What follows belongs to an exercise in optimizing a design on an open flow for small area, a short achievable clock period and few clock cycles; a production flow would make more cautious choices. At most, simulation tests tie the RTL to the original design; equivalence was not proved. Only the layout flow was run in runs 1 to 4; the RTL was not checked for function there.

$ cat flow/config.mk
export PLATFORM = sky130hd
export DESIGN_NAME = kz_imgdigest
export DESIGN_NICKNAME = kz_imgdigest
export VERILOG_FILES = /design/flow/design.v
export SDC_FILE = /design/flow/constraint.sdc
export NUM_CORES = 4
export LEC_CHECK = 0
export CAP_MARGIN = 20
export CORE_MARGIN = 2
export CORE_UTILIZATION = 40
export SETUP_SLACK_MARGIN = 5
export SLEW_MARGIN = 20
$ cat flow/constraint.sdc
create_clock -name core_clock -period 10.0 [get_ports {clk}]
set_input_delay 2.0000 -clock core_clock [delete_from_list [all_inputs] [get_ports {clk}]]
set_output_delay 2.0000 -clock core_clock [all_outputs]
set_load 0.01 [all_outputs]
$ cat flow/design.v
module kz_imgdigest (
    input  wire         clk,
    input  wire         rst,         
    input  wire         in_valid,
    output wire         in_ready,
    input  wire [35:0]  in_w0,       
    input  wire [35:0]  in_w1,       
    input  wire         in_last,     
    output reg          out_valid,   
    output wire [255:0] digest       
);
    function [31:0] rotr(input [31:0] x, input integer n);
        rotr = (x >> n) | (x << (32 - n));
    endfunction
    function [31:0] bsig0(input [31:0] x);
        bsig0 = rotr(x, 2) ^ rotr(x, 13) ^ rotr(x, 22);
    endfunction
    function [31:0] bsig1(input [31:0] x);
        bsig1 = rotr(x, 6) ^ rotr(x, 11) ^ rotr(x, 25);
    endfunction
    function [31:0] ssig0(input [31:0] x);
        ssig0 = rotr(x, 7) ^ rotr(x, 18) ^ (x >> 3);
    endfunction
    function [31:0] ssig1(input [31:0] x);
        ssig1 = rotr(x, 17) ^ rotr(x, 19) ^ (x >> 10);
    endfunction
    function [63:0] csa(input [31:0] x, input [31:0] y, input [31:0] z);
        csa = {((x & y) | (x & z) | (y & z)) << 1, x ^ y ^ z};
    endfunction
    wire [5:0]  kidx;
    reg  [31:0] kt;
    always @* begin
        case (kidx)
            6'd0:  kt = 32'h428a2f98; 6'd1:  kt = 32'h71374491;
            6'd2:  kt = 32'hb5c0fbcf; 6'd3:  kt = 32'he9b5dba5;
            6'd4:  kt = 32'h3956c25b; 6'd5:  kt = 32'h59f111f1;
            6'd6:  kt = 32'h923f82a4; 6'd7:  kt = 32'hab1c5ed5;
            6'd8:  kt = 32'hd807aa98; 6'd9:  kt = 32'h12835b01;
            6'd10: kt = 32'h243185be; 6'd11: kt = 32'h550c7dc3;
            6'd12: kt = 32'h72be5d74; 6'd13: kt = 32'h80deb1fe;
            6'd14: kt = 32'h9bdc06a7; 6'd15: kt = 32'hc19bf174;
            6'd16: kt = 32'he49b69c1; 6'd17: kt = 32'hefbe4786;
            6'd18: kt = 32'h0fc19dc6; 6'd19: kt = 32'h240ca1cc;
            6'd20: kt = 32'h2de92c6f; 6'd21: kt = 32'h4a7484aa;
            6'd22: kt = 32'h5cb0a9dc; 6'd23: kt = 32'h76f988da;
            6'd24: kt = 32'h983e5152; 6'd25: kt = 32'ha831c66d;
            6'd26: kt = 32'hb00327c8; 6'd27: kt = 32'hbf597fc7;
            6'd28: kt = 32'hc6e00bf3; 6'd29: kt = 32'hd5a79147;
            6'd30: kt = 32'h06ca6351; 6'd31: kt = 32'h14292967;
            6'd32: kt = 32'h27b70a85; 6'd33: kt = 32'h2e1b2138;
            6'd34: kt = 32'h4d2c6dfc; 6'd35: kt = 32'h53380d13;
            6'd36: kt = 32'h650a7354; 6'd37: kt = 32'h766a0abb;
            6'd38: kt = 32'h81c2c92e; 6'd39: kt = 32'h92722c85;
            6'd40: kt = 32'ha2bfe8a1; 6'd41: kt = 32'ha81a664b;
            6'd42: kt = 32'hc24b8b70; 6'd43: kt = 32'hc76c51a3;
            6'd44: kt = 32'hd192e819; 6'd45: kt = 32'hd6990624;
            6'd46: kt = 32'hf40e3585; 6'd47: kt = 32'h106aa070;
            6'd48: kt = 32'h19a4c116; 6'd49: kt = 32'h1e376c08;
            6'd50: kt = 32'h2748774c; 6'd51: kt = 32'h34b0bcb5;
            6'd52: kt = 32'h391c0cb3; 6'd53: kt = 32'h4ed8aa4a;
            6'd54: kt = 32'h5b9cca4f; 6'd55: kt = 32'h682e6ff3;
            6'd56: kt = 32'h748f82ee; 6'd57: kt = 32'h78a5636f;
            6'd58: kt = 32'h84c87814; 6'd59: kt = 32'h8cc70208;
            6'd60: kt = 32'h90befffa; 6'd61: kt = 32'ha4506ceb;
            6'd62: kt = 32'hbef9a3f7; default: kt = 32'hc67178f2;
        endcase
    end
    localparam [255:0] IV = {
        32'h6a09e667, 32'hbb67ae85, 32'h3c6ef372, 32'ha54ff53a,
        32'h510e527f, 32'h9b05688c, 32'h1f83d9ab, 32'h5be0cd19
    };
    reg         act;         
    reg         ra;          
    reg  [5:0]  u;           
    reg         nb;          
    reg         fin;         
    reg  [3:0]  sc;          
    reg         fold;        
    reg         pro;         
    reg         r61;         
    reg         r62;         
    reg         first;       
    reg         rq;          
    reg  [95:0] sq;          
    reg  [3:0]  occ;         
    reg         lastin;      
    reg         padded;      
    reg         late;        
    reg  [27:0] bc;          
    reg         rdy;
    reg  [31:0] R [0:15];    
    reg  [31:0] va, vb, vc, vd, ve, vf, vg, vh;
    reg  [31:0] H0, H1, H2, H3, H4, H5, H6, H7;
    assign in_ready = rdy;
    assign digest   = {H0, H1, H2, H3, H4, H5, H6, H7};
    wire ini    = out_valid | rq;             
    wire idle   = !act;
    wire uz     = (u == 6'd0);
    wire u63    = (u == 6'd63);
    wire umid   = (u >= 6'd1) & (u <= 6'd14);
    wire usch   = (u >= 6'd15) & (u <= 6'd62);
    wire occ4   = (occ >= 4'd4);
    wire avail  = padded | lastin | occ4;
    wire req    = pro | (ra & umid) | (fold & nb);
    wire opt    = (idle | (ra & u63 & !fin)) & avail;
    wire stall  = (sc != 4'd0) | (req & !avail);
    wire ins    = !stall & (req | opt);
    wire acc    = in_valid & rdy;
    wire [127:0] eq = {sq, 8'h80, 24'd0};
    reg  [31:0]  qw;
    always @* begin
        case (occ)
            4'd0:  qw = eq[31:0];
            4'd1:  qw = eq[39:8];
            4'd2:  qw = eq[47:16];
            4'd3:  qw = eq[55:24];
            4'd4:  qw = eq[63:32];
            4'd5:  qw = eq[71:40];
            4'd6:  qw = eq[79:48];
            4'd7:  qw = eq[87:56];
            4'd8:  qw = eq[95:64];
            4'd9:  qw = eq[103:72];
            4'd10: qw = eq[111:80];
            4'd11: qw = eq[119:88];
            default: qw = eq[127:96];
        endcase
    end
    wire lenw  = padded & !late & (u == 6'd14);     
    wire [31:0] mw = padded ? (lenw ? {1'b0, bc, 3'b000} : 32'd0) : qw;
    reg         act_n, ra_n, nb_n, fin_n, lastin_n;
    reg  [5:0]  u_n;
    reg  [3:0]  sc_n, occ_p;
    always @* begin
        act_n = act; ra_n = ra; u_n = u; nb_n = nb; fin_n = fin;
        if (sc != 4'd0)
            sc_n = sc + 4'd1;
        else if (req & !avail)
            sc_n = 4'd1;
        else
            sc_n = 4'd0;
        if (!stall) begin
            if (idle) begin
                if (opt) begin act_n = 1'b1; u_n = 6'd0; end
            end else if (!ra) begin
                ra_n = 1'b1; u_n = 6'd1;
            end else begin
                u_n = u + 6'd1;
                if (u63) nb_n = opt;
                if (uz) begin
                    fin_n = 1'b0;
                    nb_n  = 1'b0;
                    if (!nb) begin act_n = 1'b0; ra_n = 1'b0; u_n = 6'd63; end
                end
            end
        end
        if (ins & lenw) fin_n = 1'b1;
        occ_p = occ;
        if (ins & !padded) occ_p = occ4 ? occ - 4'd4 : 4'd0;
        lastin_n = lastin & !(ins & lenw);
    end
    assign kidx    = u_n;
    wire occ_n_le3 = (occ_p <= 4'd3);
    wire occ_n_le7 = (occ_p <= 4'd7);
    wire u_n_mid   = (u_n >= 6'd1) & (u_n <= 6'd14);
    wire sure_n    = (sc_n == 4'd0) &
                     (!act_n | (act_n & !ra_n) | (ra_n & u_n_mid) |
                      (ra_n & (u_n == 6'd0) & nb_n) |
                      (ra_n & (u_n == 6'd63) & !fin_n));
    wire rdy_n     = !lastin_n & (occ_n_le3 | (occ_n_le7 & sure_n));
    always @(posedge clk) begin
        if (rst) begin
            act <= 1'b0; ra <= 1'b0; u <= 6'd63; nb <= 1'b0; fin <= 1'b0;
            sc <= 4'd0; out_valid <= 1'b0;
            fold <= 1'b0; pro <= 1'b0; r61 <= 1'b0; r62 <= 1'b0;
            first <= 1'b1;
            occ <= 4'd0; lastin <= 1'b0; padded <= 1'b0; late <= 1'b0;
            bc <= 28'd0; rdy <= 1'b0;
        end else begin
            act <= act_n; ra <= ra_n; u <= u_n; nb <= nb_n; fin <= fin_n;
            sc <= sc_n;
            fold <= ra_n & (u_n == 6'd0);
            pro  <= act_n & !ra_n;
            r61  <= ra_n & (u_n == 6'd62);
            r62  <= ra_n & (u_n == 6'd63);
            if (fold & !stall) first <= fin;
            out_valid <= fold & !stall & fin;
            rdy <= rdy_n & !acc;
            occ <= acc ? occ_p + 4'd9 : occ_p;
            if (acc) begin
                bc <= bc + 28'd9;
                if (in_last) lastin <= 1'b1;
            end
            if (ins) begin
                if (!padded) begin
                    if (!occ4) begin
                        padded <= 1'b1;
                        late   <= (u == 6'd13) | (u == 6'd14);
                    end else if (u63) begin
                        late   <= 1'b0;
                    end
                end else if (lenw) begin
                    padded <= 1'b0;
                    lastin <= 1'b0;
                    bc     <= 28'd0;
                    late   <= 1'b0;
                end else if (u63) begin
                    late   <= 1'b0;
                end
            end
        end
    end
    always @(posedge clk)
        if (acc) sq <= {sq[23:0], in_w0, in_w1};
    reg [31:0] kr;           
    always @(posedge clk) begin
        rq <= rst;
        kr <= kt;
    end
    wire [31:0] wsch = ssig1(R[14]) + R[9] + ssig0(R[1]) + R[0];
    integer i;
    always @(posedge clk) begin
        for (i = 0; i < 15; i = i + 1)
            R[i] <= R[i + 1];
        R[15] <= ins ? mw : (stall ? R[0] : wsch);
    end
    reg  [31:0] PA;          
    reg  [31:0] PE;          
    wire [31:0] hx  = fold ? H6 : (pro ? vh : vg);
    wire [31:0] dx  = fold ? H2 : (pro ? vd : vc);
    wire [31:0] h0s = first ? IV[255:224] : H0;
    wire [31:0] h0m = r62 ? h0s : 32'd0;
    wire [63:0] cp1 = csa(hx, kr, R[15]);
    wire [63:0] cp2 = csa(cp1[31:0], cp1[63:32], h0m);
    wire [31:0] pan = cp2[31:0] + cp2[63:32];
    wire [63:0] cq2 = csa(cp1[31:0], cp1[63:32], dx);
    wire [31:0] pen = cq2[31:0] + cq2[63:32];
    wire [31:0] h4f = (fold & first) ? IV[127:96] : H4;
    wire [31:0] h4e = fold ? h4f : 32'd0;
    wire [31:0] ch  = (ve & vf) ^ (~ve & vg);
    wire [31:0] s1  = bsig1(ve);
    wire [31:0] s0  = bsig0(va);
    wire [31:0] m0  = vb & vc;               
    wire [31:0] m1  = vb | vc;               
    wire [31:0] xs  = (va & (m1 ^ PA)) | (~va & (m0 ^ PA));
    wire [31:0] fs  = xs ^ ch;
    wire [31:0] mo  = (va & (m1 | PA)) | (~va & (m0 | PA));
    wire [31:0] mn  = (va & (m1 & PA)) | (~va & (m0 & PA));
    wire [31:0] fc  = (ch & mo) | (~ch & mn);
    wire [63:0] ca1 = csa(s1, s0, fs);
    wire [63:0] ca2 = csa(ca1[31:0], ca1[63:32], {fc[30:0], 1'b0});
    wire [31:0] an  = ca2[31:0] + ca2[63:32];
    wire [63:0] ce1 = csa(s1, ch, PE);
    wire [63:0] ce2 = csa(ce1[31:0], ce1[63:32], h4e);
    wire [31:0] en  = ce2[31:0] + ce2[63:32];
    wire [31:0] iva = r61 ? IV[159:128] : (r62 ? IV[191:160] : IV[223:192]);
    wire [31:0] ive = r61 ? IV[31:0]    : (r62 ? IV[63:32]   : IV[95:64]);
    wire [31:0] sa  = (first ? iva : H3) + va;
    wire [31:0] se  = (first ? ive : H7) + ve;
    wire        hen = (r61 | r62 | fold) & !stall;
    wire [255:0] rn = fold ? {an, sa, H1, H2, en, se, H5, H6}
                           : {an, va, vb, vc, en, ve, vf, vg};
    wire         ld = ini;
    always @(posedge clk) begin
        if (!stall) begin
            PA <= pan;
            PE <= pen;
        end
        if (ld | (ra & !stall))
            {va, vb, vc, vd, ve, vf, vg, vh} <= ld ? IV : rn;
        if (fold & !stall) begin
            H0 <= an;
            H4 <= en;
        end
        if (hen) begin
            H1 <= sa; H2 <= H1; H3 <= H2;
            H5 <= se; H6 <= H5; H7 <= H6;
        end
    end
endmodule
$ cat flow/run.sh
#!/bin/bash
# synth_recipe.tcl (not shown) runs the flow's synth.tcl, then flattens the netlist and writes it again
# the make line also repeats each setting of config.mk as NAME=value (left out here)
make -C /OpenROAD-flow-scripts/flow DESIGN_CONFIG=/design/flow/config.mk WORK_HOME=/design/flow/orfs CLKGATE_MAP_FILE= SYNTH_SCRIPT=/design/flow/synth_recipe.tcl finish
==> run notes, run 1 <==
status=complete, no violations; hold buffers post-CTS=0; Post-DP HPWL=193 mm; WHS=0.309 ns; Worst setup SP type=flip-flop; clock network latency to the later pin of the worst-skew pair=0.82 ns; Routed WL=between 200 and 300 mm; share of layout cells above drive strength 1=0.120; Synth Instances=between 6000 and 7000; Worst Setup End Kind=flip-flop; CTS HTree Levels=4; Placer Congestion=1.02; Post-Synth XOR/XNOR Area=0.0648; post-synthesis simple-gate area fraction=0.0952; Highest Clock Rate=199 MHz; DP Area=73900 um^2; total CTS buffers=141; number of fill cells=15295; CTS tree=built; DR WL/cell=28.5 um; share of the synthesized area in the top cell type=0.296; Initial Util=0.403; Top reg by flops=R; synth top area cells=edfxtp_1, dfxtp_1, fa_1, ha_1, xnor2_1; Die Area=174000 um^2; Worst Path Max Fanout=4; largest family of logic cells by synthesized area=adder cells; DR DRC count=0; Slew HR=0.133; Post-Synth Adder-Cell Area=0.150; EDFF count, synth=672; WHS Path Cells=0; Placed Cells=between 8000 and 9000; critical path data required time=approximately 11 ns; nets@finish=7447; pre-CTS setup slack=between 3 and 4 ns; Clock Tree Buf Depth=3; clock sink total=1273; Setup CP Type=reg2reg; routed vias=52252; Final ANT Viol Nets=0; vias per inst=slightly below 6; root buffer cell=clkbuf_16; design area=81500 um^2; area occupied by multi-input gates=34300 um^2; drt initial violations=6780; number of global-route vias before repair=49274; complex-gate fraction of the synthesized area=0.131; critical path data arrival time=5.60 ns; Synth Flop Type=edfxtp_1; Hold Crit Class=reg2reg; #FFs+latches synth=1273; ys async rst share=0; Post-Syn Area per Cell=~11 um^2; Final Hold Vio Count=0; cell area after synthesis=68100 um^2; Sequential Area=around 32000 um^2; Clock Pin Slew Worst Setup and Hold Paths=0.06 ns; Top Ports=334; GR Overflow Total=0; worst setup margin=just under 5 ns; commonest non-fill, non-tap cells in the layout=edfxtp_1, dfxtp_1, inv_1, nor2_1, nand2_1; first-pass GRT wire length=between 300 and 400 mm; Die X=417 um; Period Utilization, post-route=0.503; non-filler cells in the finished layout=9063; number of iterations in the first detailed-routing pass=9; Period minus WS final=5.03 ns; max-slew violations=0; Tot GR Track Use=0.290; FP Rows=151; largest net degree at the start of global routing=156; initial antenna violation count=22; synth warn=2; Final setup viols=0; path depth of the worst reg2reg path=18; Worst Max-Slew Pin Slew=1.29 ns; Layout Utilization=0.481; post-route setup TNS=0 ns; core region area=169000 um^2; post-synth cell types=99; height of the chip=approximately 420 um; post-synthesis sequential area ratio=0.473; Largest register FFs=512; RSZ-0062 raised after global routing=yes; Max-Cap Viols=0; post-synthesis mux area share=0.0393; area growth from synthesis to layout=19.6%; clk_skew=~0.037 ns; post-synth top area cell=edfxtp_1; I/O Buffers=333; Top Registers=R x512, sq x96; commonest non-fill, non-tap cell in the layout=edfxtp_1
-- final cells by class --
class,instances,share of cell area
clock buffers,182,0.0483
clock inverters,80,0.00950
diodes,2,0.0000614
inverters,522,0.0243
multi-input cells,4199,0.421
flip-flops and latches,1273,0.396
repair buffers,587,0.0678
well taps,2218,0.0340
-- path summary, 6_finish.rpt --
check                           start                   end  slack, ns
hold / removal        R[6][0]$_DFF_P_       R[5][0]$_DFF_P_       0.31
setup / recovery  vc[3]$_SDFFCE_PP0P_  va[31]$_SDFFCE_PP0P_       4.97
hold reg to reg       R[6][0]$_DFF_P_       R[5][0]$_DFF_P_       0.31
setup reg to reg  vc[3]$_SDFFCE_PP0P_  va[31]$_SDFFCE_PP0P_       4.97
-- critical path: stages, from the launching register on --
cell and delay (ns):
edfxtp_1 0.40, or2_4 0.29, inv_4 0.06, ha_4 0.19, mux2i_2 0.17, xor2_1 0.24
fa_1 0.46, fa_1 0.58, ha_4 0.23, a21oi_4 0.20, nor2_4 0.05, o31a_1 0.34
o32a_4 0.38, a21o_4 0.24, a41oi_4 0.24, a21oi_2 0.10, a211o_1 0.31, xnor2_1 0.14
and2_1 0.15
-- per-layer routing --
| metal | vias to the layer above | routed length [um] | global-route usage |
|---|---|---|---|
| met5 | - | 30 | 0 |
| met4 | 6 | 11900 | 0.119 |
| met3 | 435 | 26700 | 0.0637 |
| met2 | 2795 | 107000 | 0.412 |
| met1 | 26086 | 113000 | 0.424 |
| li1 | 22930 | - | - |
-- cells in the mapped netlist (all sizes together) (86+ instances only) --
| master | number |
|---|---|
| clkbuf | 210 |
| nor2 | 461 |
| buf | 86 |
| inv | 522 |
| fa | 281 |
| a22oi | 96 |
| edfxtp | 672 |
| mux2i | 265 |
| a21oi | 376 |
| o21ai | 321 |
| dfxtp | 601 |
| a21o | 98 |
| ha | 366 |
| nand2 | 408 |
| xnor2 | 384 |
| nand3 | 107 |
| xor2 | 120 |
-- cell families (layout without fill, tap and decap cells) --
family / after synthesis / after routing
multiplexers: 267 / 267
XOR/XNOR: 504 / 504
adder cells (fa/ha/maj): 648 / 648
AND/OR/NAND/NOR: 1402 / 1402
AO/OA/AOI/OAI: 1378 / 1378
buffers and inverters: 818 / 1371
flip-flops: 1273 / 1273
other: 0 / 2
-- what timing repair did --
action,in CTS,in global routing
pin swaps,65,92
setup endpoints to repair,199,86
resized for setup,159,141
gates cloned,3,0
setup buffers,81,76
==> run 2: changes to the inputs <==
--- a/flow/design.v
+++ b/flow/design.v
@@ -239,16 +239,11 @@
     wire [31:0] ch  = (ve & vf) ^ (~ve & vg);
     wire [31:0] s1  = bsig1(ve);
     wire [31:0] s0  = bsig0(va);
-    wire [31:0] m0  = vb & vc;               
-    wire [31:0] m1  = vb | vc;               
-    wire [31:0] xs  = (va & (m1 ^ PA)) | (~va & (m0 ^ PA));
-    wire [31:0] fs  = xs ^ ch;
-    wire [31:0] mo  = (va & (m1 | PA)) | (~va & (m0 | PA));
-    wire [31:0] mn  = (va & (m1 & PA)) | (~va & (m0 & PA));
-    wire [31:0] fc  = (ch & mo) | (~ch & mn);
-    wire [63:0] ca1 = csa(s1, s0, fs);
-    wire [63:0] ca2 = csa(ca1[31:0], ca1[63:32], {fc[30:0], 1'b0});
-    wire [31:0] an  = ca2[31:0] + ca2[63:32];
+    wire [31:0] maj = (va & vb) ^ (va & vc) ^ (vb & vc);
+    wire [63:0] ca1 = csa(s1, s0, maj);
+    wire [63:0] ca2 = csa(ca1[31:0], ca1[63:32], ch);
+    wire [63:0] ca3 = csa(ca2[31:0], ca2[63:32], PA);
+    wire [31:0] an  = ca3[31:0] + ca3[63:32];
     wire [63:0] ce1 = csa(s1, ch, PE);
     wire [63:0] ce2 = csa(ce1[31:0], ce1[63:32], h4e);
     wire [31:0] en  = ce2[31:0] + ce2[63:32];
==> run 2 against run 1 <==
Compared with the run above:
- highest routed layer unchanged
- synthesized cell count shrank 5.5%
- design area decreased by 2.9%
- core utilization grew 0.46 points
- critical path depth up 4
- critical endpoint is now va[26]$_SDFFCE_PP0P_
- largest cell class is now registers
- via count down 5.6%
==> run notes, run 2 <==
status=complete, no violations; post-route setup TNS=0 ns (unchanged); Top reg by flops=R; routed vias=49324 (-5.6%); Worst setup SP type=flip-flop; Worst Setup End Kind=flip-flop; slowest stage delay, CP=0.56 ns (-0.02 ns); path depth of the worst reg2reg path=22 (+4); RSZ-0062 raised after global routing=yes; first-pass GRT wire length=330 mm (-8.5%); FF-to-FF Start=va[4]$_SDFFCE_PP0P_; Worst Max-Slew Pin Slew=1.26 ns (-0.0295 ns); Setup CP Type=reg2reg; largest net degree at the start of global routing=156 (unchanged); Post-DP HPWL=169 mm (-13%); number of global-route vias before repair=46913 (-4.8%); I/O Buffers=333 (unchanged); WHS Path Cells=0 (unchanged); clock network latency to the later pin of the worst-skew pair=0.80 ns (-0.02 ns); Post-Syn Area per Cell=11.0 um^2 (+1.7%); cell with the most instances after synthesis=edfxtp_1; Period Utilization, post-route=0.531 (+0.0279); Slew HR=0.153 (+0.0198); Tot GR Track Use=0.270 (-0.0194); ys async rst share=0 (unchanged); CP Cell Sequence=xor2_2, xnor2_2, fa_1, inv_1, fa_1, inv_1, fa_1, inv_1, ha_1, a21o_1, a21oi_2, o21a_1, buf_4, o21ai_4, a31oi_2, buf_4, nand4_1, a31o_4, buf_4, buf_6, xor2_2, and2_1; synth top area cells=edfxtp_1, dfxtp_1, fa_1, ha_1, xnor2_1; worst setup path endpoint=va[26]$_SDFFCE_PP0P_; Final ANT Viol Nets=0 (unchanged); commonest non-fill, non-tap cell in the layout=edfxtp_1; synth warn=2 (unchanged); number of iterations in the first detailed-routing pass=8 (-1); Highest Clock Rate=188 MHz (-5.3%); nets@finish=7033 (-5.6%); Hold Crit Class=reg2reg; DR WL/cell=26.9 um (-5.9%); Period minus WS final=5.31 ns (+0.279 ns); Clock Tree Buf Depth=3 (unchanged); number of fill cells=14707 (-3.8%); flop-to-flop setup slack=4.69 ns (-0.28 ns); critical path data required time=10.55 ns (about the same); Worst Path Max Fanout=3 (-1); post-synthesis sequential area ratio=0.491 (+0.0187); Max-Cap Viols=0 (unchanged); Die Area=167000 um^2 (-3.8%); Initial Util=0.403 (about the same); total CTS buffers=142 (+0.71%); Synth Instances=5947 (-5.5%); CTS tree=built; area growth from synthesis to layout=20.7%; Top Ports=334 (unchanged); post-synth top area cell=edfxtp_1; post-synth cell types=89 (-10%); Largest register FFs=512 (unchanged); core region area=163000 um^2 (-3.8%); share of layout cells above drive strength 1=0.115 (-0.00440); Final Hold Vio Count=0 (unchanged); share of the synthesized area in the top cell type=0.308 (+0.0117); root buffer cell=clkbuf_16; DR DRC count=0 (unchanged); EDFF count, synth=672 (unchanged); Routed WL=234 mm (-9.7%); max-slew violations=0 (unchanged); Placer Congestion=0.994 (-2.5%); critical path data arrival time=5.86 ns (+0.26 ns); Clock Pin Slew Worst Setup and Hold Paths=0.06 ns (about the same); Synth top cells by count=edfxtp_1, dfxtp_1, inv_1; clock sink total=1273 (unchanged); RR Endpoint=va[26]$_SDFFCE_PP0P_; #FFs+latches synth=1273 (unchanged); drt initial violations=6525 (-3.8%); GR Overflow Total=0 (unchanged); Synth Flop Type=edfxtp_1; Crit-path slowest cell=edfxtp_1; height of the chip=409 um (-1.9%); Die X=409 um (-1.9%); Layout Utilization=0.486 (+0.00461); CTS HTree Levels=4 (unchanged); launch point of the worst path=va[4]$_SDFFCE_PP0P_; initial antenna violation count=9 (-59%); clk_skew=0.0366 ns (-0.000157 ns); FP Rows=148 (-2.0%); Final setup viols=0 (unchanged); hold buffers post-CTS=0 (unchanged); Top Registers=R x512, sq x96; cell area after synthesis=65600 um^2 (-3.8%); vias per inst=5.67 (-1.6%); commonest non-fill, non-tap cells in the layout=edfxtp_1, dfxtp_1, inv_1, nor2_1, nand2_1
==> run 2: worst min-delay path by stage <==
stage                startpoint          endpoint  slack (ns)
2_1_floorplan  R[11][0]$_DFF_P_  R[10][0]$_DFF_P_        0.31
5_1_grt         R[7][0]$_DFF_P_   R[6][0]$_DFF_P_        0.31
4_1_cts         R[7][0]$_DFF_P_   R[6][0]$_DFF_P_        0.30
3_3_place_gp   R[5][25]$_DFF_P_  R[4][25]$_DFF_P_        0.31
6_report        R[7][0]$_DFF_P_   R[6][0]$_DFF_P_        0.31
3_5_place_dp   R[2][26]$_DFF_P_  R[1][26]$_DFF_P_        0.31
==> run 2: metal layers <==
| metal | wire [um] | vias up | global-route usage |
|---|---|---|---|
| li1 | - | 21732 | - |
| met4 | 9950 | 2 | 0.104 |
| met2 | 101000 | 2518 | 0.399 |
| met1 | 100000 | 24666 | 0.386 |
| met5 | 13 | - | 0 |
| met3 | 22200 | 406 | 0.0583 |
==> run 2: metrics by stage <==
| stage | area, um^2 | hold WS [ns] | setup slack, ns | instances |
|---|---|---|---|---|
| floorplan | 65600 | 0.310 | 5.01 | 5947 |
| global route | 79100 | 0.310 | 4.55 | 8690 |
| CTS | 78100 | 0.301 | 4.81 | 8630 |
| global placement | 71200 | 0.310 | 3.63 | 8238 |
| finish | 79100 | 0.306 | 4.69 | 8693 |
| detailed placement | 71200 | 0.312 | 3.61 | 8238 |
==> run 2: repair_timing <==
action | 4_1_cts | 5_1_grt
resized for setup | 181 | 105
pin swaps | 56 | 57
cloned | 2 | 1
setup endpoints to repair | 135 | 90
setup buffers | 132 | 59
==> run 2: area by class of cell <==
cell class | count | area (um^2) | area share
Antenna cell | 3 | 7.51 | 0.0000949
Clock buffer | 178 | 3850 | 0.0487
Clock inverter | 80 | 935 | 0.0118
Inverter | 502 | 1890 | 0.0239
Multi-Input combinational cell | 3880 | 31800 | 0.402
Sequential cell | 1273 | 32200 | 0.407
Tap cell | 2175 | 2720 | 0.0344
Timing Repair Buffer | 602 | 5680 | 0.0718
==> run 2: critical path: cells and delay by family (launching register included) <==
kind,cells,cell delay (ns)
adders and majority gates,4,1.78
DFF,1,0.56
AOI/OAI and AO/OA,6,1.08
and+or+nand+nor,2,0.31
xor gates and xnor gates,3,0.60
buffers and inverters,7,0.72
==> run 2: logic make-up after synthesis <==
family	count (synthesis)	share of synthesized area
AO/OA/AOI/OAI	1306	0.129
XOR/XNOR	476	0.0636
adder cells (fa/ha/maj)	557	0.142
buffers and inverters	794	0.0467
flip-flops	1273	0.491
multiplexers	225	0.0344
AND/OR/NAND/NOR	1316	0.0932
==> run 3: changes to the inputs <==
--- a/flow/design.v
+++ b/flow/design.v
@@ -231,9 +231,11 @@
     wire [31:0] h0m = r62 ? h0s : 32'd0;
     wire [63:0] cp1 = csa(hx, kr, R[15]);
     wire [63:0] cp2 = csa(cp1[31:0], cp1[63:32], h0m);
-    wire [31:0] pan = cp2[31:0] + cp2[63:32];
+    wire [31:0] pan;
+    kz_add32 u_addpa (.a(cp2[31:0]), .b(cp2[63:32]), .s(pan));
     wire [63:0] cq2 = csa(cp1[31:0], cp1[63:32], dx);
-    wire [31:0] pen = cq2[31:0] + cq2[63:32];
+    wire [31:0] pen;
+    kz_add32 u_addpe (.a(cq2[31:0]), .b(cq2[63:32]), .s(pen));
     wire [31:0] h4f = (fold & first) ? IV[127:96] : H4;
     wire [31:0] h4e = fold ? h4f : 32'd0;
     wire [31:0] ch  = (ve & vf) ^ (~ve & vg);
@@ -243,10 +245,12 @@
     wire [63:0] ca1 = csa(s1, s0, maj);
     wire [63:0] ca2 = csa(ca1[31:0], ca1[63:32], ch);
     wire [63:0] ca3 = csa(ca2[31:0], ca2[63:32], PA);
-    wire [31:0] an  = ca3[31:0] + ca3[63:32];
+    wire [31:0] an;
+    kz_add32 u_adda (.a(ca3[31:0]), .b(ca3[63:32]), .s(an));
     wire [63:0] ce1 = csa(s1, ch, PE);
     wire [63:0] ce2 = csa(ce1[31:0], ce1[63:32], h4e);
-    wire [31:0] en  = ce2[31:0] + ce2[63:32];
+    wire [31:0] en;
+    kz_add32 u_adde (.a(ce2[31:0]), .b(ce2[63:32]), .s(en));
     wire [31:0] iva = r61 ? IV[159:128] : (r62 ? IV[191:160] : IV[223:192]);
     wire [31:0] ive = r61 ? IV[31:0]    : (r62 ? IV[63:32]   : IV[95:64]);
     wire [31:0] sa  = (first ? iva : H3) + va;
@@ -272,3 +276,61 @@
         end
     end
 endmodule
+module kz_add32 (
+    input  wire [31:0] a,
+    input  wire [31:0] b,
+    output wire [31:0] s
+);
+    wire [31:0] g0, p0, g1, p1, g2, p2, g3, p3, g4, p4, g5;
+    kz_pg        u0 (.a(a), .b(b), .g(g0), .p(p0));
+    kz_ks #(1)   u1 (.gi(g0), .pi(p0), .go(g1), .po(p1));
+    kz_ks #(2)   u2 (.gi(g1), .pi(p1), .go(g2), .po(p2));
+    kz_ks #(4)   u3 (.gi(g2), .pi(p2), .go(g3), .po(p3));
+    kz_ks #(8)   u4 (.gi(g3), .pi(p3), .go(g4), .po(p4));
+    kz_ksg #(16) u5 (.gi(g4), .pi(p4), .go(g5));
+    assign s = p0 ^ {g5[30:0], 1'b0};
+endmodule
+module kz_pg (
+    input  wire [31:0] a,
+    input  wire [31:0] b,
+    output wire [31:0] g,
+    output wire [31:0] p
+);
+    assign g = a & b;
+    assign p = a ^ b;
+endmodule
+module kz_ks #(parameter D = 1) (
+    input  wire [31:0] gi,
+    input  wire [31:0] pi,
+    output wire [31:0] go,
+    output wire [31:0] po
+);
+    genvar k;
+    generate
+        for (k = 0; k < 32; k = k + 1) begin : n
+            if (k >= D) begin : c
+                assign go[k] = gi[k] | (pi[k] & gi[k - D]);
+                assign po[k] = pi[k] & pi[k - D];
+            end else begin : t
+                assign go[k] = gi[k];
+                assign po[k] = pi[k];
+            end
+        end
+    endgenerate
+endmodule
+module kz_ksg #(parameter D = 16) (
+    input  wire [31:0] gi,
+    input  wire [31:0] pi,
+    output wire [31:0] go
+);
+    genvar k;
+    generate
+        for (k = 0; k < 32; k = k + 1) begin : n
+            if (k >= D) begin : c
+                assign go[k] = gi[k] | (pi[k] & gi[k - D]);
+            end else begin : t
+                assign go[k] = gi[k];
+            end
+        end
+    endgenerate
+endmodule
--- a/flow/config.mk
+++ b/flow/config.mk
@@ -10,3 +10,4 @@
 export CORE_UTILIZATION = 40
 export SETUP_SLACK_MARGIN = 5
 export SLEW_MARGIN = 20
+export SYNTH_HIERARCHICAL = 1
==> run 3 against run 2 <==
Compared with the run above:
- clock skew rose by 0.0087 ns
- count of clock-buffer cells in the layout down 4
- worst hold slack improved by 0.0061 ns
- synthesized area is 6.2% higher
- flip-flop and latch count unchanged
- setup slack improved by 0.35 ns
- via count increased by 5.6%
- sequential share of layout area is 0.93 points lower
==> run notes, run 3 <==
critical path data arrival time=5.49 ns (-0.37 ns); Slew HR=0.160 (+0.00729); drt initial violations=6431 (-1.4%); Tot GR Track Use=0.303 (+0.0326); GRT met1 Usage=0.404 (+0.0175); Placer Congestion=1.03 (+3.6%); max-slew violations=0 (unchanged); Clock Tree Buf Depth=3 (unchanged); met3 Use GR=0.0656 (+0.00728); status=complete, no violations; Max-Cap Viols=0 (unchanged); hold path startpoint=R[10][8]$_DFF_P_; Final setup viols=0 (unchanged); commonest non-fill, non-tap cells in the layout=edfxtp_1, dfxtp_1, a21o_1, and2_1, inv_1; Period Utilization, post-route=0.497 (-0.0348); Post-DP HPWL=213 mm (+26%); WHS=0.312 ns (+0.00607 ns); Worst Setup End Kind=flip-flop; first-pass GRT wire length=385 mm (+17%); Top Ports=334 (unchanged); area growth from synthesis to layout=16.4%; Synth Instances=6363 (+7.0%); Period minus WS final=4.97 ns (-0.348 ns); Die X=421 um (+3.0%); clk_skew=0.0453 ns (+0.00866 ns); Worst Max-Slew Pin Slew=1.22 ns (-0.0369 ns); cell area after synthesis=69600 um^2 (+6.2%); DP Area=74600 um^2 (+4.9%); number of iterations in the first detailed-routing pass=8 (unchanged); Final ANT Viol Nets=0 (unchanged); Top Registers=R x512, sq x96; Largest register FFs=512 (unchanged); Post-Syn Area per Cell=10.9 um^2 (-0.77%); DR DRC count=0 (unchanged); Top reg by flops=R; non-filler cells in the finished layout=9063 (+4.3%); Hold Crit Class=reg2reg; Die Area=177000 um^2 (+6.1%); number of fill cells=16216 (+10%); CTS HTree Levels=4 (unchanged); total CTS buffers=142 (unchanged); number of global-route vias before repair=50945 (+8.6%); CTS tree=built; commonest non-fill, non-tap cell in the layout=edfxtp_1; launch point of the worst path=va[23]$_SDFFCE_PP0P_; RSZ-0062 raised after global routing=yes; critical path data required time=10.52 ns (-0.03 ns); nets@finish=7245 (+3.0%); GR Overflow Total=0 (unchanged); clock sink total=1273 (unchanged); Routed WL=276 mm (+18%); Initial Util=0.401 (-0.00143); Worst setup SP type=flip-flop; vias per inst=5.75 (+1.3%); Final Hold Vio Count=0 (unchanged); I/O Buffers=333 (unchanged); core region area=173000 um^2 (+6.6%); Placed Cells=8698 (+5.6%); synth warn=8 (+6); Clock Pin Slew Worst Setup and Hold Paths=0.07 ns (about the same); Highest Clock Rate=201 MHz (+7.0%); FF-to-FF Start=va[23]$_SDFFCE_PP0P_; pre-CTS setup slack=4.24 ns (+0.635 ns); Worst Path Max Fanout=7 (+4); root buffer cell=clkbuf_16; initial antenna violation count=16 (+7); clock network latency to the later pin of the worst-skew pair=0.83 ns (+0.03 ns); height of the chip=421 um (+3.0%); design area=81000 um^2 (+2.4%); FP Rows=153 (+3.4%); post-route setup TNS=0 ns (unchanged); busiest grt layer=met2; largest net degree at the start of global routing=135 (-13%); DR WL/cell=30.4 um (+13%); Setup CP Type=reg2reg; share of layout cells above drive strength 1=0.0883 (-0.0272); routed vias=52072 (+5.6%); M2 GR Usage=0.463 (+0.0637); worst setup margin=5.03 ns (+0.348 ns)
## run 3: cell types whose count changed in the layout (fill, tap and decap cells not counted), moves of 45 or more
cell      previous run  this run
a21oi_1            297       220
xnor2_1            293       224
xor2_1             121       237
nand2b_1            65        20
buf_4              235       158
and2_1              66       435
a21o_1             111       573
o21ai_0            317       255
inv_1              494       392
nor2_1             413       337
## run 3: area by class of cell
cell class | instances | area [um^2] | share of cell area
Sequential cell | 1273 | 32300 | 0.398
Timing Repair Buffer | 516 | 4950 | 0.0611
Tap cell | 2325 | 2910 | 0.0359
Clock buffer | 174 | 3820 | 0.0471
Multi-Input combinational cell | 4279 | 34400 | 0.425
Clock inverter | 90 | 1150 | 0.0142
Antenna cell | 8 | 20.0 | 0.000247
Inverter | 398 | 1500 | 0.0185
## run 3: path summary, 6_finish.rpt
check                                       endpoint  depth (start not counted)  slack (ns)
worst min-delay path                 R[9][8]$_DFF_P_                          0        0.31
worst max-delay path            va[25]$_SDFFCE_PP1P_                         16        5.03
worst max register to register  va[25]$_SDFFCE_PP1P_                         16        5.03
worst min register to register       R[9][8]$_DFF_P_                          0        0.31
## run 3: worst max-delay path: stages (launching register included)
cell and delay (ns):
edfxtp_1 0.37, buf_12 0.16, a21o_1 0.11, o21ai_0 0.12
buf_4 0.22, fa_1 0.55, inv_1 0.06, fa_1 0.61
fa_1 0.51, ha_1 0.39, and2_1 0.20, and2_1 0.20
and2_1 0.19, and2_1 0.16, a21o_1 0.22, xor2_1 0.22
or3_1 0.37
## run 3: metal layers
layer / routed length, um / share of wire / vias to the layer above
met5: 54 / 0.00020 / -
met2: 123000 / 0.44 / 2754
met3: 24900 / 0.090 / 590
met1: 112000 / 0.41 / 26045
met4: 15900 / 0.058 / 8
li1: - / - / 22675
## run 3: stage by stage
stage / util
after floorplan: -
after global placement: 0.430
after detailed placement: 0.430
after CTS: 0.463
after global routing: 0.467
final: 0.467
## run 3: timing repair
action	in CTS	in global routing
pin swaps	1	3
hold buffers	0	0
endpoints found under the setup margin	176	87
gates resized for setup	63	82
cloned	0	0
buffers inserted	58	32
==> run 4: changes to the inputs <==
--- a/flow/design.v
+++ b/flow/design.v
@@ -253,8 +253,9 @@
     kz_add32 u_adde (.a(ce2[31:0]), .b(ce2[63:32]), .s(en));
     wire [31:0] iva = r61 ? IV[159:128] : (r62 ? IV[191:160] : IV[223:192]);
     wire [31:0] ive = r61 ? IV[31:0]    : (r62 ? IV[63:32]   : IV[95:64]);
-    wire [31:0] sa  = (first ? iva : H3) + va;
-    wire [31:0] se  = (first ? ive : H7) + ve;
+    wire [31:0] sa, se;
+    kz_add32 u_adds (.a(first ? iva : H3), .b(va), .s(sa));
+    kz_add32 u_addt (.a(first ? ive : H7), .b(ve), .s(se));
     wire        hen = (r61 | r62 | fold) & !stall;
     wire [255:0] rn = fold ? {an, sa, H1, H2, en, se, H5, H6}
                            : {an, va, vb, vc, en, ve, vf, vg};
==> run 4 against run 3 <==
Compared with the run above:
- design area grew 0.75%
- flip-flop and latch count did not move
- synthesized cell count is 2.2% higher
- clock skew grew 0.0091 ns
- wire length increased by 0.14%
==> run notes, run 4 <==
Initial Util=0.402 (+0.000648); Clock Tree Buf Depth=3 (unchanged); clock network latency to the later pin of the worst-skew pair=0.82 ns (about the same); Layout Utilization=0.458 (-0.00913); commonest non-fill, non-tap cell in the layout=a21o_1; Setup CP Type=reg2reg; Tot GR Track Use=0.296 (-0.00727); Slew HR=0.189 (+0.0287); commonest non-fill, non-tap cells in the layout=a21o_1, edfxtp_1, and2_1, dfxtp_1, inv_1; Routed WL=276 mm (+0.14%); clk_skew=0.0544 ns (+0.00908 ns); height of the chip=427 um (+1.4%); Die X=427 um (+1.4%); number of global-route vias before repair=50804 (-0.28%); Final ANT Viol Nets=0 (unchanged); Clock Pin Slew Worst Setup and Hold Paths=0.06 ns (about the same); Post-DP HPWL=215 mm (+1.0%); worst setup margin=5.02 ns (-0.0167 ns); Period Utilization, post-route=0.498 (+0.00167); Synth Instances=6503 (+2.2%); CTS HTree Levels=4 (unchanged); Post-Syn Area per Cell=11.0 um^2 (+0.71%); hold buffers post-CTS=0 (unchanged); post-route setup TNS=0 ns (unchanged); number of fill cells=16488 (+1.7%); path depth of the worst reg2reg path=14 (-2); Worst setup SP type=flip-flop; total CTS buffers=142 (unchanged); vias per inst=5.72 (-0.41%); CTS tree=built; design area=81700 um^2 (+0.75%); initial antenna violation count=8 (-8); synth warn=8 (unchanged); first-pass GRT wire length=383 mm (-0.46%); root buffer cell=clkbuf_16; DR WL/cell=30.4 um (-0.22%); DP Area=76100 um^2 (+2.0%); status=complete, no violations; Top Ports=334 (unchanged); Final Hold Vio Count=0 (unchanged); Final setup viols=0 (unchanged); Worst Path Max Fanout=6 (-1); cell area after synthesis=71600 um^2 (+2.9%); Max-Cap Viols=0 (unchanged); Worst Setup End Kind=flip-flop; area growth from synthesis to layout=14.0%; Worst Max-Slew Pin Slew=1.21 ns (-0.0105 ns); Placed Cells=8795 (+1.1%); Highest Clock Rate=201 MHz (-0.34%); GR Overflow Total=0 (unchanged); routed vias=52046 (-0.050%); number of iterations in the first detailed-routing pass=8 (unchanged); max-slew violations=0 (unchanged); critical path data required time=10.68 ns (+0.16 ns); I/O Buffers=333 (unchanged); Top reg by flops=R; Hold Crit Class=reg2reg; critical path data arrival time=5.67 ns (+0.18 ns); pre-CTS setup slack=4.50 ns (+0.261 ns); RSZ-0062 raised after global routing=yes; non-filler cells in the finished layout=9096 (+0.36%); share of layout cells above drive strength 1=0.0687 (-0.0195); clock sink total=1273 (unchanged); core region area=178000 um^2 (+2.8%); Largest register FFs=512 (unchanged); DR DRC count=0 (unchanged); FP Rows=155 (+1.3%); drt initial violations=6306 (-1.9%); Top Registers=R x512, sq x96; Period minus WS final=4.98 ns (+0.0167 ns); WHS Path Cells=0 (unchanged); Placer Congestion=1.06 (+2.9%); WHS=0.310 ns (-0.00218 ns); Die Area=182000 um^2 (+2.9%); largest net degree at the start of global routing=146 (+8.1%); nets@finish=7258 (+0.18%)
## run 4: cell types whose count changed in the layout (fill, tap and decap cells not counted), moves of 43 or more
cell and change:
nor2_1 -86, a21oi_1 -43, and2_1 +204, xor2_1 +52
o21ai_0 -71, buf_4 -67, a21o_1 +219, inv_1 -47
nand2_1 -67
## run 4: metal layers
layer,GRT usage,part of all wire,up-vias
met2,0.465,0.46,2650
met1,0.394,0.41,26103
li1,-,-,22797
met3,0.0558,0.078,484
met5,0,0.00024,-
met4,0.134,0.051,12
## run 4: what timing repair did
item                       CTS  global route
gates cloned                 0             2
setup buffers               10            25
pin swaps                    2             3
setup endpoints to repair   85            61
resized for setup           42            30
## run 4: worst max-delay path: stages, from the launching register on
cell      delay [ns]
edfxtp_1        0.78
xor2_1          0.21
xnor2_2         0.37
fa_1            0.48
inv_1           0.08
fa_1            0.44
fa_1            0.48
ha_1            0.40
and2_1          0.23
and2_1          0.17
and2_1          0.21
and2_1          0.15
a21o_1          0.20
xor2_1          0.45
and2_1          0.21
## run 4: area by class of cell
type / count / area [um^2] / share of cell area
multi-input cells: 4416 / 36000 / 0.441
well taps: 2355 / 2950 / 0.0361
clock inverters: 89 / 1080 / 0.0132
inverters: 354 / 1340 / 0.0164
clock buffers: 170 / 3790 / 0.0464
diodes: 3 / 7.51 / 0.0000919
repair buffers: 436 / 4240 / 0.0519
flip-flops and latches: 1273 / 32200 / 0.395
## run 4: worst paths after layout
check                         endpoint  slack, ns                  from
hold / removal        R[4][24]$_DFF_P_       0.31      R[5][24]$_DFF_P_
setup / recovery  va[18]$_SDFFCE_PP0P_       5.02  ve[26]$_SDFFCE_PP0P_
setup reg to reg  va[18]$_SDFFCE_PP0P_       5.02  ve[26]$_SDFFCE_PP0P_
hold reg to reg       R[4][24]$_DFF_P_       0.31      R[5][24]$_DFF_P_
==> run 5: changes to the inputs <==
--- a/flow/design.v
+++ b/flow/design.v
@@ -231,11 +231,9 @@
     wire [31:0] h0m = r62 ? h0s : 32'd0;
     wire [63:0] cp1 = csa(hx, kr, R[15]);
     wire [63:0] cp2 = csa(cp1[31:0], cp1[63:32], h0m);
-    wire [31:0] pan;
-    kz_add32 u_addpa (.a(cp2[31:0]), .b(cp2[63:32]), .s(pan));
+    wire [31:0] pan = cp2[31:0] + cp2[63:32];
     wire [63:0] cq2 = csa(cp1[31:0], cp1[63:32], dx);
-    wire [31:0] pen;
-    kz_add32 u_addpe (.a(cq2[31:0]), .b(cq2[63:32]), .s(pen));
+    wire [31:0] pen = cq2[31:0] + cq2[63:32];
     wire [31:0] h4f = (fold & first) ? IV[127:96] : H4;
     wire [31:0] h4e = fold ? h4f : 32'd0;
     wire [31:0] ch  = (ve & vf) ^ (~ve & vg);
@@ -253,9 +251,8 @@
     kz_add32 u_adde (.a(ce2[31:0]), .b(ce2[63:32]), .s(en));
     wire [31:0] iva = r61 ? IV[159:128] : (r62 ? IV[191:160] : IV[223:192]);
     wire [31:0] ive = r61 ? IV[31:0]    : (r62 ? IV[63:32]   : IV[95:64]);
-    wire [31:0] sa, se;
-    kz_add32 u_adds (.a(first ? iva : H3), .b(va), .s(sa));
-    kz_add32 u_addt (.a(first ? ive : H7), .b(ve), .s(se));
+    wire [31:0] sa  = (first ? iva : H3) + va;
+    wire [31:0] se  = (first ? ive : H7) + ve;
     wire        hen = (r61 | r62 | fold) & !stall;
     wire [255:0] rn = fold ? {an, sa, H1, H2, en, se, H5, H6}
                            : {an, va, vb, vc, en, ve, vf, vg};
==> run 5 against run 4 <==
Compared with the run above:
- still clean on timing, DRC and antenna
- die area is 4.9% lower
- synthesized area fell by 5.0%
- first-iteration DRC count fell by 3.2%
- synthesized cell count decreased by 4.9%
- clock skew fell by 0.024 ns
- count of clock-buffer cells in the layout up 2
- register-to-register slack is essentially flat
- critical path type unchanged
- critical endpoint is now va[30]$_SDFFCE_PP1P_
==> run notes, run 5 <==
status=complete, no violations; DR WL/cell=29.7 um (-2.3%); slowest stage delay, CP=0.51 ns (-0.27 ns); WHS=0.305 ns (-0.00431 ns); Worst setup SP type=flip-flop; number of global-route vias before repair=49428 (-2.7%); critical path data required time=10.53 ns (-0.15 ns); Final setup viols=0 (unchanged); critical path depth=16 (+2); Clock Pin Slew Worst Setup and Hold Paths=0.06 ns (about the same); Worst Setup End Kind=flip-flop; Top Ports=334 (unchanged); core region area=169000 um^2 (-5.0%); vias per inst=5.78 (+1.1%); first-pass GRT wire length=370 mm (-3.4%); DR DRC count=0 (unchanged); WL met3=21.9 mm (+1.9%); GR Overflow Total=0 (unchanged); FP Rows=151 (-2.6%); crit-path most repeated cell=a21o_1; share of layout cells above drive strength 1=0.107 (+0.0388); Period Utilization, post-route=0.498 (-0.000667); nets@finish=7182 (-1.0%); Crit-path slowest cell=fa_1; Top reg by flops=R; Worst Path Max Fanout=4 (-2); height of the chip=417 um (-2.5%); DP Area=73300 um^2 (-3.7%); Setup CP Type=reg2reg; total length of routed met2 wires=117 mm (-7.6%); CTS HTree Levels=4 (unchanged); root buffer cell=clkbuf_16; clock network latency to the later pin of the worst-skew pair=0.80 ns (-0.02 ns); Worst Max-Slew Pin Slew=1.20 ns (-0.0155 ns); Placer Congestion=1.01 (-4.8%); Post-Syn Area per Cell=11.0 um^2 (-0.10%); commonest non-fill, non-tap cells in the layout=edfxtp_1, dfxtp_1, inv_1, nand2_1, a21o_1; met1 wire length=112 mm (-1.9%); Initial Util=0.402 (about the same); I/O Buffers=333 (unchanged); CP Cell Sequence=buf_4, xor2_2, xnor2_2, buf_4, fa_1, inv_1, fa_1, fa_1, ha_1, a21o_1, a21o_1, a21o_1, a21o_1, a21o_1, xor2_1, or3_1; commonest non-fill, non-tap cell in the layout=edfxtp_1; Max Used Layer=met5; Period minus WS final=4.98 ns (-0.00667 ns); area growth from synthesis to layout=18.6%; critical path data arrival time=5.51 ns (-0.16 ns); Layout Utilization=0.477 (+0.0190); total CTS buffers=142 (unchanged); launch point of the worst path=ve[30]$_SDFFCE_PP1P_; Top Registers=R x512, sq x96; Largest register FFs=512 (unchanged); number of iterations in the first detailed-routing pass=9 (+1); Final Hold Vio Count=0 (unchanged); delay-heaviest family, CP=adder cells; clk_skew=0.0303 ns (-0.0240 ns); max-slew violations=0 (unchanged); Routed WL=264 mm (-4.5%); path depth of the worst reg2reg path=16 (+2); hold path startpoint=R[2][16]$_DFF_P_; Max-Cap Viols=0 (unchanged); Synth Instances=6187 (-4.9%); clock sink total=1273 (unchanged); Post-DP HPWL=199 mm (-7.6%); Buf/Inv on CP=3 (+2); RSZ-0062 raised after global routing=yes; Hold Crit Class=reg2reg; Die X=417 um (-2.5%); initial antenna violation count=10 (+2); routed vias=51363 (-1.3%); design area=80800 um^2 (-1.1%); post-route setup TNS=0 ns (unchanged); Final ANT Viol Nets=0 (unchanged); Tot GR Track Use=0.297 (+0.00123); CTS tree=built; largest net degree at the start of global routing=132 (-9.6%); WHS Path Cells=0 (unchanged); FF-to-FF Start=ve[30]$_SDFFCE_PP1P_; Die Area=174000 um^2 (-4.9%); Slew HR=0.193 (+0.00358); Highest Clock Rate=201 MHz (+0.13%); cell area after synthesis=68100 um^2 (-5.0%); synth warn=8 (unchanged); hold buffers post-CTS=0 (unchanged); Clock Tree Buf Depth=3 (unchanged); drt initial violations=6106 (-3.2%)
-- run 5: cell type report --
cell class | instances | area, um^2
diodes | 3 | 7.51
clock buffers | 172 | 3860
clock inverters | 85 | 1020
fillers | 15502 | 88500
inverters | 475 | 1800
multi-input cells | 4079 | 33600
flip-flops and latches | 1273 | 32200
well taps | 2218 | 2780
repair buffers | 578 | 5500
-- run 5: worst register-to-register path, delay by kind of cell (launching register included) --
kind | cells | cell delay, ns
DFF | 1 | 0.36
xor gates and xnor gates | 3 | 0.63
buffers and inverters | 3 | 0.44
and+or+nand+nor | 1 | 0.36
adders and majority gates | 4 | 1.86
AOI/OAI and AO/OA | 5 | 1.07
-- run 5: timing repair --
action	4_1_cts	5_1_grt
endpoints found under the hold margin	0	0
setup endpoints to repair	303	116
setup buffers	85	73
cloned	2	0
resized for setup	117	106
pin swaps	12	26
-- run 5: per-layer routing --
metal  track usage  up-vias
li1              -    22407
met1         0.413    25938
met2         0.452     2578
met3        0.0527      438
met4         0.131        2
met5             0        -
-- run 5: path summary, 6_finish.rpt --
check	endpoint	slack (ns)
setup / recovery	va[30]$_SDFFCE_PP1P_	5.02
hold / removal	R[1][16]$_DFF_P_	0.31
setup reg to reg	va[30]$_SDFFCE_PP1P_	5.02
hold reg to reg	R[1][16]$_DFF_P_	0.31
-- run 5: per-stage QoR --
| step | setup slack (ns) | std cells |
|---|---|---|
| 6_report | 5.02 | 8883 |
| 5_1_grt | 4.94 | 8880 |
| 4_1_cts | 4.98 | 8807 |
| 3_5_place_dp | 3.81 | 8463 |
| 3_3_place_gp | 3.84 | 8462 |
| 2_1_floorplan | 3.60 | 6188 |
Testbench counts of run 5, summed over its fixed seeds: cycles 98,488.
==> run 6: changes to the inputs <==
--- a/flow/design.v
+++ b/flow/design.v
@@ -77,6 +77,8 @@
     reg  [3:0]  sc;          
     reg         fold;        
     reg         pro;         
+    reg         foldx;       
+    reg         prox;        
     reg         r61;         
     reg         r62;         
     reg         first;       
@@ -158,7 +160,7 @@
         if (ins & !padded) occ_p = occ4 ? occ - 4'd4 : 4'd0;
         lastin_n = lastin & !(ins & lenw);
     end
-    assign kidx    = u_n;
+    assign kidx    = u + 6'd1;
     wire occ_n_le3 = (occ_p <= 4'd3);
     wire occ_n_le7 = (occ_p <= 4'd7);
     wire u_n_mid   = (u_n >= 6'd1) & (u_n <= 6'd14);
@@ -172,6 +174,7 @@
             act <= 1'b0; ra <= 1'b0; u <= 6'd63; nb <= 1'b0; fin <= 1'b0;
             sc <= 4'd0; out_valid <= 1'b0;
             fold <= 1'b0; pro <= 1'b0; r61 <= 1'b0; r62 <= 1'b0;
+            foldx <= 1'b0; prox <= 1'b0;
             first <= 1'b1;
             occ <= 4'd0; lastin <= 1'b0; padded <= 1'b0; late <= 1'b0;
             bc <= 28'd0; rdy <= 1'b0;
@@ -179,6 +182,10 @@
             act <= act_n; ra <= ra_n; u <= u_n; nb <= nb_n; fin <= fin_n;
             sc <= sc_n;
             fold <= ra_n & (u_n == 6'd0);
+            if (!stall) begin
+                foldx <= r62;
+                prox  <= idle & opt;
+            end
             pro  <= act_n & !ra_n;
             r61  <= ra_n & (u_n == 6'd62);
             r62  <= ra_n & (u_n == 6'd63);
@@ -214,7 +221,7 @@
     reg [31:0] kr;           
     always @(posedge clk) begin
         rq <= rst;
-        kr <= kt;
+        if (!stall) kr <= kt;
     end
     wire [31:0] wsch = ssig1(R[14]) + R[9] + ssig0(R[1]) + R[0];
     integer i;
@@ -225,8 +232,8 @@
     end
     reg  [31:0] PA;          
     reg  [31:0] PE;          
-    wire [31:0] hx  = fold ? H6 : (pro ? vh : vg);
-    wire [31:0] dx  = fold ? H2 : (pro ? vd : vc);
+    wire [31:0] hx  = foldx ? H6 : (prox ? vh : vg);
+    wire [31:0] dx  = foldx ? H2 : (prox ? vd : vc);
     wire [31:0] h0s = first ? IV[255:224] : H0;
     wire [31:0] h0m = r62 ? h0s : 32'd0;
     wire [63:0] cp1 = csa(hx, kr, R[15]);
@@ -240,13 +247,13 @@
     wire [31:0] s1  = bsig1(ve);
     wire [31:0] s0  = bsig0(va);
     wire [31:0] maj = (va & vb) ^ (va & vc) ^ (vb & vc);
-    wire [63:0] ca1 = csa(s1, s0, maj);
-    wire [63:0] ca2 = csa(ca1[31:0], ca1[63:32], ch);
-    wire [63:0] ca3 = csa(ca2[31:0], ca2[63:32], PA);
+    wire [63:0] ca1 = csa(maj, ch, PA);
+    wire [63:0] ca2 = csa(s1, s0, ca1[31:0]);
+    wire [63:0] ca3 = csa(ca2[31:0], ca2[63:32], ca1[63:32]);
     wire [31:0] an;
     kz_add32 u_adda (.a(ca3[31:0]), .b(ca3[63:32]), .s(an));
-    wire [63:0] ce1 = csa(s1, ch, PE);
-    wire [63:0] ce2 = csa(ce1[31:0], ce1[63:32], h4e);
+    wire [63:0] ce1 = csa(ch, PE, h4e);
+    wire [63:0] ce2 = csa(s1, ce1[31:0], ce1[63:32]);
     wire [31:0] en;
     kz_add32 u_adde (.a(ce2[31:0]), .b(ce2[63:32]), .s(en));
     wire [31:0] iva = r61 ? IV[159:128] : (r62 ? IV[191:160] : IV[223:192]);
--- a/flow/config.mk
+++ b/flow/config.mk
@@ -7,7 +7,10 @@
 export LEC_CHECK = 0
 export CAP_MARGIN = 20
 export CORE_MARGIN = 2
-export CORE_UTILIZATION = 40
+export CORE_UTILIZATION = 50
+export CTS_BUF_LIST = sky130_fd_sc_hd__clkbuf_16
+export CTS_CLUSTER_DIAMETER = 70
+export CTS_CLUSTER_SIZE = 20
 export SETUP_SLACK_MARGIN = 5
 export SLEW_MARGIN = 20
 export SYNTH_HIERARCHICAL = 1
==> run 6 against run 5 <==
Compared with the run above:
- still clean on timing, DRC and antenna
- synthesized cell count increased by 1.3%
- final cell count decreased by 6.5%
- flip-flop and latch count increased by 2
- worst hold slack got worse by 0.010 ns
- first-iteration DRC count increased by 19%
- critical path type unchanged
- largest cell class unchanged
- highest routed layer unchanged
==> run notes, run 6 <==
Buf/Inv on CP=2 (-1); Initial Util=0.505 (+0.103); clock network latency to the later pin of the worst-skew pair=0.80 ns (about the same); worst setup path endpoint=va[26]$_SDFFCE_PP0P_; RSZ-0062 raised after global routing=no; Post-Syn Area per Cell=10.9 um^2 (-0.51%); Period Utilization, post-route=0.502 (+0.00450); DP Area=73400 um^2 (+0.12%); commonest non-fill, non-tap cell in the layout=edfxtp_1; Top Registers=R x512, sq x96; number of iterations in the first detailed-routing pass=8 (-1); Largest register FFs=512 (unchanged); Synth Instances=6268 (+1.3%); Post-DP HPWL=198 mm (-0.26%); Final setup viols=0 (unchanged); CTS tree=built; core region area=136000 um^2 (-20%); Setup CP Type=reg2reg; total CTS buffers=98 (-31%); Top reg by flops=R; Crit-path slowest cell=edfxtp_1; DR DRC count=0 (unchanged); Layout Utilization=0.572 (+0.0948); root buffer cell=clkbuf_16; Slew HR=0.140 (-0.0526); area growth from synthesis to layout=13.2%; initial antenna violation count=15 (+5); Worst Max-Slew Pin Slew=1.28 ns (+0.0781 ns); nets@finish=7081 (-1.4%); drt initial violations=7278 (+19%); Final ANT Viol Nets=0 (unchanged); Highest Clock Rate=199 MHz (-0.90%); critical path depth=14 (-2); Worst Setup End Kind=flip-flop; DR WL/cell=31.1 um (+4.7%); clk_skew=0.102 ns (+0.0718 ns); critical path data arrival time=5.64 ns (+0.13 ns); commonest non-fill, non-tap cells in the layout=edfxtp_1, dfxtp_1, inv_1, nor2_1, nand2_1; I/O Buffers=333 (unchanged); crit-path most repeated cell=and2_1; Tot GR Track Use=0.360 (+0.0631); post-route setup TNS=0 ns (unchanged); height of the chip=374 um (-10%); synth warn=8 (unchanged); clock sink total=1275 (+0.16%); slowest stage delay, CP=0.82 ns (+0.31 ns); max-slew violations=0 (unchanged); Die Area=140000 um^2 (-19%); RR Endpoint=va[26]$_SDFFCE_PP0P_; flop-to-flop setup slack=4.98 ns (-0.05 ns); Hold Crit Class=reg2reg; Final Hold Vio Count=0 (unchanged); critical path data required time=10.62 ns (+0.09 ns); cell area after synthesis=68600 um^2 (+0.80%); path depth of the worst reg2reg path=14 (-2); FP Rows=135 (-11%); Max-Cap Viols=0 (unchanged); CTS HTree Levels=3 (-1); Routed WL=258 mm (-2.1%); status=complete, no violations; WHS=0.295 ns (-0.0101 ns); largest net degree at the start of global routing=156 (+18%); GR Overflow Total=0 (unchanged); CP Cell Sequence=mux2i_1, buf_4, fa_1, inv_1, fa_1, fa_1, ha_1, and2_1, and2_1, and2_1, and2_1, a21o_1, xor2_1, and2_1; FF-to-FF Start=ve[22]$_SDFFCE_PP0P_; first-pass GRT wire length=360 mm (-2.7%); Period minus WS final=5.02 ns (+0.0450 ns); design area=77700 um^2 (-3.8%); Worst setup SP type=flip-flop; routed vias=51317 (-0.090%); Top Ports=334 (unchanged); vias per inst=6.18 (+6.8%); delay-heaviest family, CP=adder cells; hold path startpoint=R[3][16]$_DFF_P_; Clock Tree Buf Depth=3 (unchanged); number of global-route vias before repair=47786 (-3.3%); Clock Pin Slew Worst Setup and Hold Paths=0.08 ns (+0.02 ns); Die X=374 um (-10%); Placer Congestion=1.02 (+1.1%); Worst Path Max Fanout=6 (+2); launch point of the worst path=ve[22]$_SDFFCE_PP0P_; share of layout cells above drive strength 1=0.0655 (-0.0420)
==> run 6: worst reg2reg max path, stage by stage (launching register included) <==
cell	delay, ns
edfxtp_1	0.82
mux2i_1	0.17
buf_4	0.22
fa_1	0.52
inv_1	0.06
fa_1	0.55
fa_1	0.42
ha_1	0.40
and2_1	0.22
and2_1	0.19
and2_1	0.19
and2_1	0.16
a21o_1	0.19
xor2_1	0.57
and2_1	0.22
==> run 6: metrics by stage <==
step,worst slack (ns),instances
floorplan,3.32,6270
global placement,4.21,8099
detailed placement,4.10,8099
CTS,4.93,8271
global route,4.96,8298
finish,4.98,8308
==> run 6: cell type report <==
| cell class | instances | area, um^2 |
|---|---|---|
| fillers | 11793 | 58100 |
| repair buffers | 451 | 4420 |
| clock buffers | 100 | 2500 |
| clock inverters | 65 | 890 |
| diodes | 10 | 25.0 |
| flip-flops and latches | 1275 | 32600 |
| inverters | 500 | 1890 |
| well taps | 1781 | 2230 |
| multi-input cells | 4126 | 33100 |
==> run 6: worst min path at each step <==
stage	end	slack (ns)	cells past startpoint
after floorplan	R[10][0]$_DFF_P_	0.31	0
final	R[2][16]$_DFF_P_	0.30	0
after global placement	R[10][31]$_DFF_P_	0.31	0
after CTS	R[2][16]$_DFF_P_	0.28	0
after detailed placement	R[10][11]$_DFF_P_	0.31	0
after global routing	R[12][14]$_DFF_P_	0.30	0
==> run 6: metal layers <==
metal | wire length, um | GRT usage | up-vias
li1 | - | - | 22240
met1 | 109000 | 0.518 | 25563
met2 | 112000 | 0.532 | 3056
met3 | 26000 | 0.0789 | 446
met4 | 11600 | 0.134 | 12
met5 | 81 | 0 | -
==> run 6: repair_timing <==
item	in CTS	in global routing
setup endpoints to repair	78	204
resized for setup	64	70
cloned	1	1
pin swaps	0	8
buffers inserted	6	25
hold buffers	0	0
Testbench counts of run 6, summed over its fixed seeds: cycles 98,488.

## re-timing with driven ports
In the flow no input, the clock included, has a driving cell. The finished layouts below were timed again as built, in two steps.
Step 1 assumes that a clkbuf_16 drives the clock port and a buf_2 every other input.
Step 2, shift: input delay + t, output delay - t, t = (earliest + latest rising clock arrival at the registers) / 2. This alone moves slack from input paths to output paths.
Three values: ideal, step 1, step 2; two values: the first two.
run	shift t [ns]	slack for setup (ns)	hold WS [ns]
run 1	0.881	4.965 / 4.965 / 4.842	0.309 / 0.309 / 0.309
run 2	0.859	4.686 / 4.686 / 4.686	0.306 / 0.306 / 0.306
run 3	0.898	5.033 / 5.033 / 5.033	0.312 / 0.312 / 0.312
run 4	0.881	5.017 / 5.017 / 4.778	0.310 / 0.310 / 0.310
run 5	0.871	5.023 / 5.023 / 5.023	0.305 / 0.305 / 0.305
run 6	0.836	4.978 / 4.978 / 4.978	0.295 / 0.295 / 0.295
After both steps setup and hold are still met in every run listed. For run 4, which loses most, drivers alone change the setup slack by 0.000 ns; drivers and shift together by -0.239 ns.
